Source: an optimization exercise on an open RTL-to-GDS flow (aim: small area and a short achievable clock period). Production flows keep margins and buffers that such runs may drop.
Where RTL was checked, it was by simulation tests only, not by an equivalence proof against the original.
Power is estimated from default activity; no workload was simulated.

== the previous run ==
## rate_ctl
module rate_ctl (
    input  wire               clk,
    input  wire               rst,         
    input  wire [1:0]         rate_sel,    
    input  wire               minphase,    
    input  wire               in_valid,
    input  wire signed [17:0] in_data,
    output reg                out_valid,
    output reg  signed [17:0] out_data
);
    wire              acc = in_valid & ~rst;    
    reg        [1:0]  rs;         
    reg               cfgh;
    reg        [2:0]  cfgc;
    wire              cfg = cfgh;
    always @(posedge clk) begin
        if (rst) cfgh <= minphase;
        cfgc <= {cfgc[1:0], minphase};
        rs   <= rate_sel;
    end
    reg               vB;
    reg        [1:0]  tB;
    reg        [35:0] P0, P1;                  
    wire       [35:0] S0, S1;
    hb_fix u_fix (.P0(P0), .P1(P1), .S0(S0), .S1(S1));
    wire       [35:0] S;                       
    hb_add36 u_add (.a(S0), .b(S1), .s(S));
    wire       [16:0] zx  = S0[16:0] ^ S1[16:0];
    wire       [16:0] zo  = {S0[15:0] | S1[15:0], 1'b0};
    wire              tie = (zx == zo);
    wire       [18:0] r   = {S[35:18], S[17] & ~tie};
    wire       [17:0] y   = (r[18] != r[17]) ? {r[18], {17{~r[18]}}} : r[17:0];
    reg        [179:0] h1e;
    reg        [89:0]  h1o;
    reg                par1;
    reg        [9:0]   tv1;      
    reg                j1;
    wire               push1 = acc & (rs != 2'd0);
    wire               new1  = push1 & ~par1;
    always @(posedge clk) begin
        if (push1 & ~par1) h1e <= {h1e[161:0], in_data};
        if (push1 &  par1) h1o <= {h1o[71:0], in_data};
        if (rst) begin
            par1 <= 1'b0;
            tv1  <= 10'd0;
            j1   <= 1'b0;
        end else begin
            par1 <= par1 ^ push1;
            if (push1 & ~par1) tv1 <= {tv1[8:0], 1'b1};
            j1   <= new1;
        end
    end
    wire               push2 = vB & (tB == 2'd1) & rs[1];
    wire               push3 = vB & (tB == 2'd2) & (rs == 2'd3);
    reg        [179:0] h2e, h3e;
    reg        [89:0]  h2o, h3o;
    reg                par2, par3;
  ...
Size in the first run: about 43 I/O pins.
==> module rate_ctl, before the edit <==
module rate_ctl (
    input  wire               clk,
    input  wire               rst,         
    input  wire [1:0]         rate_sel,    
    input  wire               minphase,    
    input  wire               in_valid,
    input  wire signed [17:0] in_data,
    output reg                out_valid,
    output reg  signed [17:0] out_data
);
    wire              acc = in_valid & ~rst;    
    reg        [1:0]  rs;         
    reg               cfgh;
    reg        [2:0]  cfgc;
    wire              cfg = cfgh;
    always @(posedge clk) begin
        if (rst) cfgh <= minphase;
        cfgc <= {cfgc[1:0], minphase};
        rs   <= rate_sel;
    end
    reg               vB;
    reg        [1:0]  tB;
    reg        [35:0] P0, P1;                  
    wire       [35:0] S0, S1;
    hb_fix u_fix (.P0(P0), .P1(P1), .S0(S0), .S1(S1));
    wire       [35:0] S;                       
    hb_add36 u_add (.a(S0), .b(S1), .s(S));
    wire       [16:0] zx  = S0[16:0] ^ S1[16:0];
    wire       [16:0] zo  = {S0[15:0] | S1[15:0], 1'b0};
    wire              tie = (zx == zo);
    wire       [18:0] r   = {S[35:18], S[17] & ~tie};
    wire       [17:0] y   = (r[18] != r[17]) ? {r[18], {17{~r[18]}}} : r[17:0];
    reg        [179:0] h1e;
    reg        [89:0]  h1o;
    reg                par1;
    reg        [9:0]   tv1;      
    reg                j1;
    wire               push1 = acc & (rs != 2'd0);
    wire               new1  = push1 & ~par1;
    always @(posedge clk) begin
        if (push1 & ~par1) h1e <= {h1e[161:0], in_data};
        if (push1 &  par1) h1o <= {h1o[71:0], in_data};
        if (rst) begin
            par1 <= 1'b0;
            tv1  <= 10'd0;
            j1   <= 1'b0;
        end else begin
            par1 <= par1 ^ push1;
            if (push1 & ~par1) tv1 <= {tv1[8:0], 1'b1};
            j1   <= new1;
        end
    end
    wire               push2 = vB & (tB == 2'd1) & rs[1];
    wire               push3 = vB & (tB == 2'd2) & (rs == 2'd3);
    reg        [179:0] h2e, h3e;
    reg        [89:0]  h2o, h3o;
    reg                par2, par3;
    reg        [9:0]   tv2, tv3;
    reg                pend2, pend3;      
    reg                iss2, iss3;        
    wire               iss1  = j1;
    wire               new2  = push2 & ~par2;
    wire               new3  = push3 & ~par3;
    wire               pend2n = (pend2 & ~iss2) | new2;
    wire               pend3n = (pend3 & ~iss3) | new3;
    always @(posedge clk) begin
        if (push2 & ~par2) h2e <= {h2e[161:0], y};
        if (push2 &  par2) h2o <= {h2o[71:0], y};
        if (push3 & ~par3) h3e <= {h3e[161:0], y};
        if (push3 &  par3) h3o <= {h3o[71:0], y};
        if (rst) begin
            par2  <= 1'b0;
            par3  <= 1'b0;
            tv2   <= 10'd0;
            tv3   <= 10'd0;
            pend2 <= 1'b0;
            pend3 <= 1'b0;
            iss2  <= 1'b0;
            iss3  <= 1'b0;
        end else begin
            par2 <= par2 ^ push2;
            par3 <= par3 ^ push3;
            if (push2 & ~par2) tv2 <= {tv2[8:0], 1'b1};
            if (push3 & ~par3) tv3 <= {tv3[8:0], 1'b1};
            pend2 <= pend2n;
            pend3 <= pend3n;
            iss2  <= pend2n & ~new1;
            iss3  <= pend3n & ~new1 & ~pend2n;
        end
    end
    wire [17:0] ve [0:9];
    wire [17:0] vo [0:4];
    genvar j;
    generate
        for (j = 0; j < 10; j = j + 1) begin : g_e
            assign ve[j] = ({18{iss1 & tv1[j]}} & h1e[18*j +: 18])
                         | ({18{iss2 & tv2[j]}} & h2e[18*j +: 18])
                         | ({18{iss3 & tv3[j]}} & h3e[18*j +: 18]);
        end
        for (j = 0; j < 5; j = j + 1) begin : g_o
            assign vo[j] = ({18{iss1 & tv1[j + 1]}} & h1o[18*j +: 18])
                         | ({18{iss2 & tv2[j + 1]}} & h2o[18*j +: 18])
                         | ({18{iss3 & tv3[j + 1]}} & h3o[18*j +: 18]);
        end
    endgenerate
    wire signed [19:0] a1 = cfg ? {vo[2], 2'b00} : {{2{ve[0][17]}}, ve[0]};
    wire signed [17:0] b1 = cfg ? 18'd0 : ve[9];
    wire signed [18:0] a2 = cfg ? {ve[3], 1'b0} : {ve[1][17], ve[1]};
    wire signed [17:0] b2 = cfg ? 18'd0 : ve[8];
    wire signed [20:0] a3 = cfg ? {ve[1], 3'b000} : {{3{ve[2][17]}}, ve[2]};
    wire signed [18:0] b3 = cfg ? {ve[2], 1'b0} : {ve[7][17], ve[7]};
    wire signed [17:0] a4 = cfg ? ve[0] : ve[3];
    wire signed [17:0] b4 = cfg ? vo[1] : ve[6];
    wire signed [17:0] a5 = cfg ? vo[0] : ve[4];
    wire signed [17:0] b5 = cfg ? 18'd0 : ve[5];
    wire signed [19:0] x1;
    wire signed [18:0] x2, x4, x5;
    wire signed [21:0] x3;
    hb_add20 u_a1 (.a(a1), .b({{2{b1[17]}}, b1}), .s(x1));
    hb_add19 u_a2 (.a(a2), .b({b2[17], b2}), .s(x2));
    hb_add22 u_a3 (.a({a3[20], a3}), .b({{3{b3[18]}}, b3}), .s(x3));
    hb_add19 u_a4 (.a({a4[17], a4}), .b({b4[17], b4}), .s(x4));
    hb_add19 u_a5 (.a({a5[17], a5}), .b({b5[17], b5}), .s(x5));
    reg               vA;
    reg        [1:0]  tA;
    reg signed [19:0] X1;
    reg signed [18:0] X2, X4, X5;
    reg signed [21:0] X3;
    reg signed [17:0] X6;
    always @(posedge clk) begin
        X1 <= x1;
        X2 <= x2;
        X3 <= x3;
        X4 <= x4;
        X5 <= x5;
        X6 <= cfg ? 18'd0 : vo[4];
        tA <= iss1 ? 2'd1 : iss2 ? 2'd2 : 2'd3;
        if (rst) vA <= 1'b0;
        else     vA <= iss1 | iss2 | iss3;
    end
    wire [35:0] T0, T1;
    hb_sum u_sum (.cfg(cfgc), .X1(X1), .X2(X2), .X3(X3), .X4(X4), .X5(X5),
                  .X6(X6), .P0(T0), .P1(T1));
    always @(posedge clk) begin
        P0 <= T0;
        P1 <= T1;
        tB <= tA;
        if (rst) vB <= 1'b0;
        else     vB <= vA;
    end
    wire              res = vB & (tB == rs);
    always @(posedge clk) begin
        if (rst)              out_valid <= 1'b0;
        else if (rs == 2'd0)  out_valid <= in_valid;
        else                  out_valid <= res;
        out_data <= (rs == 2'd0) ? in_data : y;
    end
endmodule
export LEC_CHECK = 0
export ABC_CLOCK_PERIOD_IN_PS = 5000
export CAP_MARGIN = 20
export CORE_MARGIN = 2
export CORE_UTILIZATION = 65
export CTS_BUF_LIST = sky130_fd_sc_hd__clkbuf_8
export CTS_CLUSTER_DIAMETER = 60
export CTS_CLUSTER_SIZE = 14
export PLACE_DENSITY = 0.75
export SLEW_MARGIN = 20
export SYNTH_HIERARCHICAL = 1
create_clock -name core_clock -period 20.0 [get_ports {clk}]
standard.sh (not shown) runs the stock make flow with config.mk's settings and CLKGATE_MAP_FILE= SYNTH_SCRIPT=/design/flow/synth_recipe.tcl, a recipe that flattens the netlist after the stock synthesis.
==> flow/flow/run.sh <==
#!/bin/bash
# Layout flow: the standard ORFS flow with two changes.
#  - the port buffers are buf_4 cells instead of the resizer's default pick;
#  - timing repair aims for a setup slack of SETUP_SLACK_MARGIN ns, well above 0,
#    so the design is sized for the shortest period it can reach. The clock and
#    constraints are the standard flow's, unchanged.
# Each tool's output goes to the ORFS logs under orfs/logs; the make output to
# standard.log in the work folder.
set -euo pipefail
cd "$(dirname "$0")/.."
export BUFFER_PORTS_ARGS="-buffer_cell sky130_fd_sc_hd__buf_4"
export SETUP_SLACK_MARGIN=$(cat flow/margin.txt)
bash standard.sh > standard.log 2>&1
==> flow/flow/margin.txt <==
14.8
Input changes introduced in the current run (baseline for comparison: the previous run):
diff --git a/flow/design.v b/flow/design.v
--- a/flow/design.v
+++ b/flow/design.v
@@ -1755,7 +1755,7 @@
     reg        [179:0] h1e;
     reg        [89:0]  h1o;
     reg                par1;
-    reg        [9:0]   tv1;      
+    reg        [3:0]   cnt1;
     reg                j1;
     wire               push1 = acc & (rs != 2'd0);
     wire               new1  = push1 & ~par1;
@@ -1764,11 +1764,11 @@
         if (push1 &  par1) h1o <= {h1o[71:0], in_data};
         if (rst) begin
             par1 <= 1'b0;
-            tv1  <= 10'd0;
+            cnt1 <= 4'd0;
             j1   <= 1'b0;
         end else begin
             par1 <= par1 ^ push1;
-            if (push1 & ~par1) tv1 <= {tv1[8:0], 1'b1};
+            if (push1 & ~par1 & (cnt1 != 4'd10)) cnt1 <= cnt1 + 4'd1;
             j1   <= new1;
         end
     end
@@ -1777,7 +1777,7 @@
     reg        [179:0] h2e, h3e;
     reg        [89:0]  h2o, h3o;
     reg                par2, par3;
-    reg        [9:0]   tv2, tv3;
+    reg        [3:0]   cnt2, cnt3;
     reg                pend2, pend3;      
     reg                iss2, iss3;        
     wire               iss1  = j1;
@@ -1793,8 +1793,8 @@
         if (rst) begin
             par2  <= 1'b0;
             par3  <= 1'b0;
-            tv2   <= 10'd0;
-            tv3   <= 10'd0;
+            cnt2  <= 4'd0;
+            cnt3  <= 4'd0;
             pend2 <= 1'b0;
             pend3 <= 1'b0;
             iss2  <= 1'b0;
@@ -1802,8 +1802,8 @@
         end else begin
             par2 <= par2 ^ push2;
             par3 <= par3 ^ push3;
-            if (push2 & ~par2) tv2 <= {tv2[8:0], 1'b1};
-            if (push3 & ~par3) tv3 <= {tv3[8:0], 1'b1};
+            if (push2 & ~par2 & (cnt2 != 4'd10)) cnt2 <= cnt2 + 4'd1;
+            if (push3 & ~par3 & (cnt3 != 4'd10)) cnt3 <= cnt3 + 4'd1;
             pend2 <= pend2n;
             pend3 <= pend3n;
             iss2  <= pend2n & ~new1;
@@ -1815,14 +1815,14 @@
     genvar j;
     generate
         for (j = 0; j < 10; j = j + 1) begin : g_e
-            assign ve[j] = ({18{iss1 & tv1[j]}} & h1e[18*j +: 18])
-                         | ({18{iss2 & tv2[j]}} & h2e[18*j +: 18])
-                         | ({18{iss3 & tv3[j]}} & h3e[18*j +: 18]);
+            assign ve[j] = ({18{iss1 & (cnt1 > j)}} & h1e[18*j +: 18])
+                         | ({18{iss2 & (cnt2 > j)}} & h2e[18*j +: 18])
+                         | ({18{iss3 & (cnt3 > j)}} & h3e[18*j +: 18]);
         end
         for (j = 0; j < 5; j = j + 1) begin : g_o
-            assign vo[j] = ({18{iss1 & tv1[j + 1]}} & h1o[18*j +: 18])
-                         | ({18{iss2 & tv2[j + 1]}} & h2o[18*j +: 18])
-                         | ({18{iss3 & tv3[j + 1]}} & h3o[18*j +: 18]);
+            assign vo[j] = ({18{iss1 & (cnt1 > j + 1)}} & h1o[18*j +: 18])
+                         | ({18{iss2 & (cnt2 > j + 1)}} & h2o[18*j +: 18])
+                         | ({18{iss3 & (cnt3 > j + 1)}} & h3o[18*j +: 18]);
         end
     endgenerate
     wire signed [19:0] a1 = cfg ? {vo[2], 2'b00} : {{2{ve[0][17]}}, ve[0]};
==> comparison <==
- Global-route usage: the current run higher than the previous run
- Non-clock buffer count ended up about 26% higher on the current run than on the previous run.
- Compared with the previous run, in the current run combinational share of power went down by 2.0 points, post-synthesis instance total moved down, half-perimeter wire length after placement saw an increase.
- Lower number of placement rows among the current run and the previous run: the current run
- Looking at power, the current run sits 5.5% below the previous run.
- Wire length reported by the detailed router (lower): the previous run
- Via count delta (the current run − the previous run): favourable
- Post-layout instance area: the current run vs the previous run down about 1.8%
- In the current run the number of global-route vias before repair turned out about 0.9% lower than in the previous run.
- For number of nets in the finished design, dividing the value from the previous run by the value from the current run gives 1.06.
No functional check of the RTL was part of the previous run.

## port drivers added, routing unchanged
In the flow no input, the clock included, has a driving cell. The finished layouts below were timed again as built, in two steps.
Step 1 assumes that a clkbuf_16 drives the clock port and a buf_2 every other input.
Step 2 adds t to the input delays and takes it off the output delays; t is the mean of the earliest and latest rising clock arrival at the registers after step 1. Input paths then give back, and output paths get back, about the clock's delay inside the block.
Slacks: ideal / step 1 / step 2; pairs: ideal / step 1.
run | t (ns) | setup slack, ns | worst hold slack (ns) | worst setup path at the end | cell pins on the clock port's net
the previous run | 0.823 | 14.738 / 14.671 / 14.075 | 0.336 / 0.336 / 0.336 | input to register | 1
the current run | 0.797 | 14.774 / 14.707 / 14.107 | 0.338 / 0.338 / 0.338 | input to register | 1
After both steps every run listed still meets setup and hold. The setup slack of the current run, which loses most, moves by -0.067 ns with the drivers and by -0.667 ns with both steps.
